Context: an optimization exercise on an open-source flow, tuned for small area and few clock cycles per item. The choices shown serve that exercise and are no tape-out recipe.
Function was checked by simulation only, so behaviour that the tests miss may differ from the original.
Power and IR drop assume default switching activity.

==> run A: inputs <==
Design je_core, start of the top module:
module je_core (
    input  wire        clk,
    input  wire        rst,         
    input  wire        in_valid,
    output wire        in_ready,
    input  wire [39:0] in_instr,    
    input  wire [9:0]  in_smp,      
    output reg         res_valid,
    output reg  [29:0] res_val,
    output wire [4:0]  res_flags    
);
Settings: LEC_CHECK=0, CAP_MARGIN=20, CORE_MARGIN=2, CORE_UTILIZATION=60, CTS_CLUSTER_SIZE=30, SLEW_MARGIN=20; clock period 20.0 ns.
run.sh (not shown) runs the stock make flow with config.mk's settings and CLKGATE_MAP_FILE= SYNTH_SCRIPT=/design/flow/synth_recipe.tcl, a recipe that flattens the netlist after the stock synthesis.
==> run C (differences from run A) <==
CORE_UTILIZATION = 40   (was 60)
CTS_CLUSTER_SIZE = not set   (was 30)
==> run G (differences from run A) <==
--- a/flow/design.v
+++ b/flow/design.v
@@ -25,11 +25,11 @@
     reg  [9:0]  wt_q;     
     wire [9:0] s0 = in_instr[9:0];
     wire [9:0] s1 = in_instr[19:10];
     wire [9:0] s2 = in_instr[29:20];
     wire [9:0] s3 = in_instr[39:30];
-    wire [5:0] op = s0[9:4];
+    wire [5:0] op = rst ? OP_NOP : s0[9:4];
     wire       imm = s0[3];
     wire [2:0] m = s0[2:0];
     wire is_ldw  = (op == OP_LDW);
     wire is_stw  = (op == OP_STW);
     wire is_mac  = (op == OP_MAC);
@@ -564,20 +564,24 @@
                 c = x[k] & c;
             end
             iblk[31] = x[31] | c;
         end
     endfunction
-    wire [31:0] cs_b0  = rblk(mt_ra, mt_rb, 0, 9);
-    wire [31:0] cs_b1  = rblk(mt_ra, mt_rb, 10, 19);
-    wire [31:0] cs_b1i = iblk(cs_b1, 10, 19);
-    wire [31:0] cs_b2  = rblk(mt_ra, mt_rb, 20, 30);
-    wire [31:0] cs_b2i = iblk(cs_b2, 20, 30);
-    wire        cs_c10 = cs_b0[31];
-    wire        cs_c20 = cs_c10 ? cs_b1i[31] : cs_b1[31];
-    wire [30:0] mac_c  = {cs_c20 ? cs_b2i[30:20] : cs_b2[30:20],
-                          cs_c10 ? cs_b1i[19:10] : cs_b1[19:10],
-                          cs_b0[9:0]};
+    wire [31:0] cs_b0  = rblk(mt_ra, mt_rb, 0, 7);
+    wire [31:0] cs_b1  = rblk(mt_ra, mt_rb, 8, 15);
+    wire [31:0] cs_b1i = iblk(cs_b1, 8, 15);
+    wire [31:0] cs_b2  = rblk(mt_ra, mt_rb, 16, 23);
+    wire [31:0] cs_b2i = iblk(cs_b2, 16, 23);
+    wire [31:0] cs_b3  = rblk(mt_ra, mt_rb, 24, 30);
+    wire [31:0] cs_b3i = iblk(cs_b3, 24, 30);
+    wire        cs_c8  = cs_b0[31];
+    wire        cs_c16 = cs_c8  ? cs_b1i[31] : cs_b1[31];
+    wire        cs_c24 = cs_c16 ? cs_b2i[31] : cs_b2[31];
+    wire [30:0] mac_c  = {cs_c24 ? cs_b3i[30:24] : cs_b3[30:24],
+                          cs_c16 ? cs_b2i[23:16] : cs_b2[23:16],
+                          cs_c8  ? cs_b1i[15:8]  : cs_b1[15:8],
+                          cs_b0[7:0]};
     wire [29:0] prod30 = mac_c[29:0];           
     wire        mac_hi = !mac_c[30] && mac_c[29];
     wire        mac_lo = mac_c[30] && !mac_c[29];
     wire [29:0] mac_t  = mac_c[29:0];
     wire [29:0] mac_r  = mac_hi ? 30'h1FFFFFFF : mac_lo ? 30'h20000000 : mac_t[29:0];
@@ -603,74 +607,89 @@
             else                                   begin ast_r = acc_s[9:0]; ast_v = 1'b0; end
         end
     end
     wire [29:0] ldi_r = u_mod ? {10'd0, s2, s3} : {{10{s2[9]}}, s2, s3};
     reg        wr_v, wr_a, wr_w, end_visit;
-    reg [9:0]  word_r;
-    reg [29:0] acc_r;
+    reg        sw_a, sw_b, sw_w, sw_add, sw_and, sw_xor, sw_sh, sw_ast;
+    reg        sa_mm, sa_ldi, sa_ashr;
     reg        nz_w, nz_a;
     reg        c_wr, v_wr;
     reg        c_new, v_new;
     reg        sat_or;
     always @(*) begin
         wr_v = 1'b0; wr_a = 1'b0; wr_w = 1'b0; end_visit = 1'b0;
-        word_r = 10'd0; acc_r = 30'd0;
+        sw_a = 1'b0; sw_b = 1'b0; sw_w = 1'b0; sw_add = 1'b0;
+        sw_and = 1'b0; sw_xor = 1'b0; sw_sh = 1'b0; sw_ast = 1'b0;
+        sa_mm = 1'b0; sa_ldi = 1'b0; sa_ashr = 1'b0;
         nz_w = 1'b0; nz_a = 1'b0;
         c_wr = 1'b0; v_wr = 1'b0; c_new = 1'b0; v_new = 1'b0;
         sat_or = 1'b0;
         case (op)
             OP_END:  end_visit = 1'b1;
-            OP_LDW:  begin wr_v = 1'b1; word_r = w_rd; nz_w = 1'b1; end
-            OP_STW:  begin wr_w = 1'b1; word_r = src1; end
-            OP_LDI:  begin wr_a = 1'b1; acc_r = ldi_r; end
-            OP_MOV:  begin wr_v = 1'b1; word_r = opb; nz_w = 1'b1; end
+            OP_LDW:  begin wr_v = 1'b1; sw_w = 1'b1; nz_w = 1'b1; end
+            OP_STW:  begin wr_w = 1'b1; sw_b = 1'b1; end         
+            OP_LDI:  begin wr_a = 1'b1; sa_ldi = 1'b1; end
+            OP_MOV:  begin wr_v = 1'b1; sw_b = 1'b1; nz_w = 1'b1; end
             OP_ADD:  begin
-                wr_v = 1'b1; word_r = r10; nz_w = 1'b1;
+                wr_v = 1'b1; sw_add = 1'b1; nz_w = 1'b1;
                 c_wr = 1'b1; c_new = t[10];
                 v_wr = 1'b1; v_new = (opa[9] == opb[9]) && (r10[9] != opa[9]);
             end
             OP_SUB, OP_CMP: begin
-                wr_v = (op == OP_SUB); word_r = r10; nz_w = 1'b1;
+                wr_v = (op == OP_SUB); sw_add = 1'b1; nz_w = 1'b1;
                 c_wr = 1'b1; c_new = !lt;
                 v_wr = 1'b1; v_new = (opa[9] != opb[9]) && (r10[9] != opa[9]);
             end
             OP_ADDS, OP_SUBS: begin
-                wr_v = 1'b1; word_r = sat_r; nz_w = 1'b1;
+                wr_v = 1'b1; sw_add = 1'b1; nz_w = 1'b1;
                 c_wr = 1'b1; v_wr = 1'b1; v_new = sat_v; sat_or = 1'b1;
             end
-            OP_AND:  begin wr_v = 1'b1; word_r = opa & opb; nz_w = 1'b1; c_wr = 1'b1; v_wr = 1'b1; end
-            OP_OR:   begin wr_v = 1'b1; word_r = opa | opb; nz_w = 1'b1; c_wr = 1'b1; v_wr = 1'b1; end
-            OP_XOR:  begin wr_v = 1'b1; word_r = opa ^ opb; nz_w = 1'b1; c_wr = 1'b1; v_wr = 1'b1; end
+            OP_AND:  begin wr_v = 1'b1; sw_and = 1'b1; nz_w = 1'b1; c_wr = 1'b1; v_wr = 1'b1; end
+            OP_OR:   begin wr_v = 1'b1; sw_and = 1'b1; sw_xor = 1'b1; nz_w = 1'b1; c_wr = 1'b1; v_wr = 1'b1; end
+            OP_XOR:  begin wr_v = 1'b1; sw_xor = 1'b1; nz_w = 1'b1; c_wr = 1'b1; v_wr = 1'b1; end
             OP_SHL, OP_SHR, OP_ASR: begin
-                wr_v = 1'b1; word_r = sh_r; nz_w = 1'b1; c_wr = 1'b1; c_new = sh_c; v_wr = 1'b1;
+                wr_v = 1'b1; sw_sh = 1'b1; nz_w = 1'b1; c_wr = 1'b1; c_new = sh_c; v_wr = 1'b1;
             end
-            OP_MIN:  begin wr_v = 1'b1; word_r = lt ? opa : opb; nz_w = 1'b1; c_wr = 1'b1; v_wr = 1'b1; end
-            OP_MAX:  begin wr_v = 1'b1; word_r = lt ? opb : opa; nz_w = 1'b1; c_wr = 1'b1; v_wr = 1'b1; end
-            OP_SEL:  begin wr_v = 1'b1; word_r = cond_true ? opa : opb; end
-            OP_MUL:  begin wr_a = 1'b1; acc_r = prod30; nz_a = 1'b1; end
+            OP_MIN:  begin wr_v = 1'b1; sw_a = lt; sw_b = !lt; nz_w = 1'b1; c_wr = 1'b1; v_wr = 1'b1; end
+            OP_MAX:  begin wr_v = 1'b1; sw_a = !lt; sw_b = lt; nz_w = 1'b1; c_wr = 1'b1; v_wr = 1'b1; end
+            OP_SEL:  begin wr_v = 1'b1; sw_a = cond_true; sw_b = !cond_true; end
+            OP_MUL:  begin wr_a = 1'b1; sa_mm = 1'b1; nz_a = 1'b1; end
             OP_MAC:  begin
-                wr_a = 1'b1; acc_r = mac_r; nz_a = 1'b1;
+                wr_a = 1'b1; sa_mm = 1'b1; nz_a = 1'b1;
                 v_wr = 1'b1; v_new = mac_hi || mac_lo; sat_or = 1'b1;
             end
-            OP_ACLR: begin wr_a = 1'b1; acc_r = 30'd0; end
-            OP_ASHR: begin wr_a = 1'b1; acc_r = ashr_r; nz_a = 1'b1; end
+            OP_ACLR: begin wr_a = 1'b1; end
+            OP_ASHR: begin wr_a = 1'b1; sa_ashr = 1'b1; nz_a = 1'b1; end
             OP_AST:  begin
-                wr_v = 1'b1; word_r = ast_r; nz_w = 1'b1;
+                wr_v = 1'b1; sw_ast = 1'b1; nz_w = 1'b1;
                 v_wr = 1'b1; v_new = ast_v; sat_or = 1'b1;
             end
             default: ;
         endcase
     end
-    wire fz_n   = end_visit ? 1'b0 : nz_w ? (word_r == 10'd0) : nz_a ? (acc_r == 30'd0) : fz_q;
+    wire [9:0]  add_w  = satop ? sat_r : r10;
+    wire [9:0]  word_r = ({10{sw_a}}   & opa) |
+                         ({10{sw_b}}   & opb) |
+                         ({10{sw_w}}   & w_rd) |
+                         ({10{sw_add}} & add_w) |
+                         ({10{sw_and}} & (opa & opb)) |
+                         ({10{sw_xor}} & (opa ^ opb)) |
+                         ({10{sw_sh}}  & sh_r) |
+                         ({10{sw_ast}} & ast_r);
+    wire [29:0] acc_r  = ({30{sa_mm}}   & mac_r) |
+                         ({30{sa_ldi}}  & ldi_r) |
+                         ({30{sa_ashr}} & ashr_r);
+    wire [29:0] any_r  = {acc_r[29:10], acc_r[9:0] | word_r};
+    wire fz_n   = end_visit ? 1'b0 : (nz_w || nz_a) ? (any_r == 30'd0) : fz_q;
     wire fn_n   = end_visit ? 1'b0 : nz_w ? word_r[9] : nz_a ? acc_r[29] : fn_q;
     wire fc_n   = end_visit ? 1'b0 : c_wr ? c_new : fc_q;
     wire fv_n   = end_visit ? 1'b0 : v_wr ? v_new : fv_q;
     wire fsat_n = end_visit ? 1'b0 : fsat_q | (sat_or & v_new);
     wire        clr_va = rst || (go && end_visit);
-    wire [9:0]  vdat   = clr_va ? 10'd0 : word_r;
-    wire [29:0] adat   = clr_va ? 30'd0 : acc_r;
-    wire [9:0]  wdat   = rst ? 10'd0 : word_r;
+    wire [9:0]  vdat   = word_r;       
+    wire [29:0] adat   = acc_r;
+    wire [9:0]  wdat   = word_r;
     genvar gi;
     generate
         for (gi = 0; gi < 16; gi = gi + 1) begin : g_v
             always @(posedge clk)
                 if (clr_va || (go && wr_v && s1[3:0] == gi))
@@ -708,8 +727,8 @@
         else     ph_q <= in_valid && need2 && !ph_q;
         wt_q <= w_rd;
     end
     always @(posedge clk) begin
         res_valid <= !rst && go;
-        res_val   <= wr_a ? acc_r : (wr_v || wr_w) ? {20'd0, word_r} : 30'd0;
+        res_val   <= {acc_r[29:10], acc_r[9:0] | (word_r & {10{op != OP_CMP}})};
     end
 endmodule
ABC_AREA = 1   (was not set)
CTS_BUF_LIST = sky130_fd_sc_hd__clkbuf_8   (was not set)
CTS_CLUSTER_SIZE = not set   (was 30)
==> summary of the runs <==
Run A completed without violations. Run C produced a clean layout. Run G went through all stages and came out clean. Of run C and run A, run C has the higher setup slack (gap 160 ps). Design area: run G < run A < run C. Synthesized cell count is the same in run C and run A. Between run A and run C, the lower register-to-register slack is in run A (gap 170 ps). Clock-buffer cell count, lowest first: run A, run C, run G. In run G the wire length is lower than in run C, by about 10%. In combinational power, run A and run C hardly differ. Of run G and run C, run C has the higher synthesized area (gap about 1.3%, measured against run C). Final cell count: run A < run C < run G. In sequential power, run A and run C hardly differ.
Testbench counts of run A, summed over its fixed seeds: cycles 24,284, items 24,000.
Testbench counts of run C, summed over its fixed seeds: cycles 24,284, items 24,000.
Testbench counts of run G, summed over its fixed seeds: cycles 24,284, items 24,000.

[what the ideal ports hide]
The flow's constraints put no driver on any port. The routed layouts listed below were extracted and timed again, unchanged, in two steps.
Step 1: set_driving_cell puts a clkbuf_16 on clk and a buf_2 on each other input, an assumption about the parent block.
Step 2, shift: input delay + t, output delay - t, t = (earliest + latest rising clock arrival at the registers) / 2. This alone moves slack from input paths to output paths.
a / b / c = ideal / step 1 / step 2; a / b = the first two.
| run | shift t [ns] | setup slack, ns | worst setup path at the end | clock arrival spread, ns | worst slew at a driven data input, ns |
|---|---|---|---|---|---|
| run A | 0.769 | 0.494 / 0.539 / -0.230 | input to register | 0.052 / 0.052 | 0.11 |
| run C | 0.777 | 0.650 / 0.599 / -0.178 | input to register | 0.043 / 0.042 | 0.13 |
| run G | 0.919 | 0.769 / 0.810 / -0.109 | input to register | 0.063 / 0.063 | 0.14 |
With both steps, setup timing fails in every run listed, where it was met with ideal ports. For run G, which loses most, drivers alone change the setup slack by +0.041 ns; drivers and shift together by -0.878 ns.
